What follows belongs to an exercise in optimizing a design on an open flow for small area, a short achievable clock period and few clock cycles per item; a production flow would make more cautious choices.
Only simulation tests tie the RTL to the original design; equivalence was not proved.

==> flow/design.v (excerpt) <==
module sha384_engine (
    input  wire          clk,
    input  wire          rst,           
    input  wire          msg_valid,
    output wire          msg_ready,
    input  wire          msg_first,     
    input  wire          msg_last,      
    input  wire [1023:0] msg_block,     
    output reg           digest_valid,
    output wire [383:0]  digest         
);
For scale: about 13000 cells after synthesis, about 2100 flip-flops, about 1400 I/O pins, about 110000 µm² of cells after synthesis.
==> flow/config.mk <==
export PLATFORM = sky130hd
export DESIGN_NAME = sha384_engine
export DESIGN_NICKNAME = sha384_engine
export VERILOG_FILES = /design/flow/design.v
export SDC_FILE = /design/flow/constraint.sdc
export NUM_CORES = 4
export LEC_CHECK = 0
export CAP_MARGIN = 20
export CORE_MARGIN = 2
export CORE_UTILIZATION = 40
export CTS_BUF_LIST = sky130_fd_sc_hd__clkbuf_8
export PLACE_DENSITY = 0.6
export SLEW_MARGIN = 20
export SYNTH_MEMORY_MAX_BITS = 8192
export TNS_END_PERCENT = 1
==> flow/constraint.sdc <==
create_clock -name core_clock -period 12.0 [get_ports {clk}]
set_input_delay 2.4000 -clock core_clock [delete_from_list [all_inputs] [get_ports {clk}]]
set_output_delay 2.4000 -clock core_clock [all_outputs]
set_load 0.01 [all_outputs]
standard.sh (not shown) runs the stock make flow with config.mk's settings and CLKGATE_MAP_FILE= SYNTH_SCRIPT=/design/flow/synth_recipe.tcl, a recipe that flattens the netlist after the stock synthesis.
==> flow/flow/run.sh <==
#!/bin/bash
# The standard layout (standard synthesis, floorplan, place, CTS, route)
# with two changes to how the layout is made:
#  - ORFS's repair_timing is asked to leave 7.5 ns of setup slack at the
#    12 ns clock, so that it sizes and buffers the round's paths for a
#    shorter achieved period;
#  - the port buffers that global placement inserts are buf_1 cells.
# The SDC, the clock period and every other setting are the standard flow's own.
set -euo pipefail
bash standard.sh SETUP_SLACK_MARGIN=7.5 \
    "BUFFER_PORTS_ARGS=-buffer_cell sky130_fd_sc_hd__buf_1" finish > make_finish.log 2>&1
The first run produced a clean layout.
Testbench counts at the start, summed over its fixed seeds: cycles 132,008, blocks 1,650.
Next try:
TNS_END_PERCENT = 5   (was 1)
Cell count climbs by about 1.2%.
Via count rises by about 1.9%.
Routed wire length goes up by 5.4%.
Maximum frequency rose by about 2.4%.
Sequential cell count does not change.
Utilization went up by 1.7 points.

========
== old ==
sha384_engine again, from the RTL that the note above started with.
Settings: LEC_CHECK=0, CAP_MARGIN=20, CORE_MARGIN=2, CORE_UTILIZATION=40, PLACE_DENSITY=0.6, SLEW_MARGIN=20, SYNTH_MEMORY_MAX_BITS=8192; clock period 12.0 ns.
Scripts as last shown in full above: flow/flow/run.sh
old completed every stage of the flow, and the final layout passed the timing, DRC and antenna checks.
Testbench counts of old, summed over its fixed seeds: cycles 132,008, blocks 1,650.
Modified inputs, new compared to old
==> flow/flow/run.sh <==
#!/bin/bash
# The standard layout (standard synthesis, floorplan, place, CTS, route),
# with ORFS's repair_timing asked to leave 7.5 ns of setup slack at the 12 ns
# clock, so that it sizes and buffers the round's paths for a shorter
# achieved period. The SDC and every other setting are the standard flow's own.
set -euo pipefail
bash standard.sh SETUP_SLACK_MARGIN=7.5 finish > make_finish.log 2>&1
--- outcome ---
In summary, new completed successfully, with a layout that passed the timing, DRC and antenna checks.
In new the routed wire length turned out 3.7% higher than in old.
The run with more setup slack is old; new has less.
Delta (new minus old): combined buffer and inverter count along the critical path moved down; total global-route track usage went up; non-filler instance count after layout grew by 0.30%; transition at the pin with the smallest max-transition slack higher.
Between old and new, ratio of final minimum period to clock period increased.

========
build 3:
Starting RTL as in the previous note.
Settings: LEC_CHECK=0, CAP_MARGIN=20, CORE_MARGIN=2, CORE_UTILIZATION=40, CTS_BUF_LIST=sky130_fd_sc_hd__clkbuf_8, PLACE_DENSITY=0.6, SLEW_MARGIN=20, SYNTH_MEMORY_MAX_BITS=8192; clock period 12.0 ns.
==> flow/flow/run.sh <==
#!/bin/bash
# The standard layout (standard synthesis, floorplan, place, CTS, route)
# with two changes to how the layout is made:
#  - ORFS's repair_timing is asked to leave 7.5 ns of setup slack at the
#    12 ns clock, so that it sizes and buffers the round's paths for a
#    shorter achieved period;
#  - the port buffers that global placement inserts are buf_1 cells.
# The SDC, the clock period and every other setting are the standard flow's own.
set -euo pipefail
bash standard.sh SETUP_SLACK_MARGIN=7.5 \
    "BUFFER_PORTS_ARGS=-buffer_cell sky130_fd_sc_hd__buf_1" finish > make_finish.log 2>&1
Testbench counts of build 3, summed over its fixed seeds: cycles 132,008, blocks 1,650.
Input-level comparison between build 37 and build 3:
Settings: changing CORE_UTILIZATION from 40 to 50; changing PLACE_DENSITY from 0.6 to 0.7; removing CTS_BUF_LIST (formerly sky130_fd_sc_hd__clkbuf_8).
==> flow/flow/run.sh <==
#!/bin/bash
# The standard layout (standard synthesis, floorplan, place, CTS, route),
# with ORFS's repair_timing asked to leave 8.5 ns of setup slack at the 12 ns
# clock, so that it sizes and buffers the round's paths for a shorter
# achieved period. The SDC and every other setting are the standard flow's own.
set -euo pipefail
bash standard.sh SETUP_SLACK_MARGIN=8.5 finish > make_finish.log 2>&1
Results
Synthesized-area fraction occupied by adder cells: build 3 vs build 37 identical
Status: build 37 FAILED at 5_1_grt (tool error)
Min worst-case clock buffer depth across build 37 and build 3: build 37
Placed standard-cell area of build 37 exceeds that of build 3 by a few percent.
The routability congestion estimate of build 37 is higher than that of build 3.
Modified inputs, build 34 compared to build 37
Settings: PLACE_DENSITY: 0.7 -> 0.6; CTS_BUF_LIST: unset -> sky130_fd_sc_hd__clkbuf_8; CORE_UTILIZATION: 50 -> 40; TNS_END_PERCENT: unset -> 0.
==> flow/flow/run.sh <==
#!/bin/bash
# The standard layout (standard synthesis, floorplan, place, CTS, route)
# with two changes to how the layout is made:
#  - ORFS's repair_timing is asked to leave 7.5 ns of setup slack at the
#    12 ns clock, so that it sizes and buffers the round's paths for a
#    shorter achieved period;
#  - the port buffers that global placement inserts are buf_1 cells.
# The SDC, the clock period and every other setting are the standard flow's own.
set -euo pipefail
bash standard.sh SETUP_SLACK_MARGIN=7.5 \
    "BUFFER_PORTS_ARGS=-buffer_cell sky130_fd_sc_hd__buf_1" finish > make_finish.log 2>&1
### Flow results
Build 34 finished all stages; the layout is clean.
Of build 34 and build 37, it is build 34 that has the higher number of levels in the clock H-tree.
Comparing build 37 with build 34, the adder-cell share of the synthesized area came out essentially unchanged.
Of build 34 and build 37, it is build 34 that has the higher total CTS buffers.
Vertical extent of the die grows by more than 10% when moving from build 37 to build 34.
The starting density of the core number comes out higher for build 37 vs build 34.
The HPWL reported at the end of detailed placement was comparable across build 34 and build 37.
What build 34 reported for die width has to be multiplied by 0.895 to get the figure for build 37.
| number of setup buffers added after CTS | higher: build 37 |
Build 34 vs build 37 — maximum count of clock buffers along a single path rose 1.
Between build 34 and build 37, the difference in synthesized cell area is negligible.

-- static timing again, ports no longer ideal --
How much do the figures lean on ideal ports? The routed layouts below were timed once more, with nothing changed but the port constraints. Step 1 assumes that a clkbuf_16 drives the clock port and a buf_2 every other input. Step 2 times the ports against the registers' clock, not the clock port: input delays grow and output delays shrink by t, the midpoint of the rising clock arrivals with the driver on. Slacks: no drivers / after step 1 / after step 2; pairs: no drivers / after step 1.
run	t (ns)	slack for setup (ns)	hold WS [ns]	clock arrival spread, ns	pins driven straight from the clock port
the first run of note 1	1.199	6.360 / 6.360 / 6.340	0.270 / 0.270 / 0.270	0.139 / 0.139	1
the second run of note 1	1.232	6.490 / 6.490 / 6.490	0.321 / 0.321 / 0.321	0.082 / 0.083	1
old	1.039	6.406 / 6.406 / 6.406	0.307 / 0.307 / 0.307	0.122 / 0.122	1
new	1.058	6.381 / 6.381 / 6.381	0.291 / 0.291 / 0.291	0.077 / 0.077	1
build 3	1.232	6.382 / 6.382 / 6.382	0.326 / 0.326 / 0.326	0.151 / 0.151	1
build 34	1.237	6.390 / 6.390 / 6.390	0.302 / 0.302 / 0.302	0.099 / 0.099	1
After both steps setup and hold are still met in every run listed. The setup slack of the first run of note 1, which loses most, moves by 0.000 ns with the drivers and by -0.020 ns with both steps.
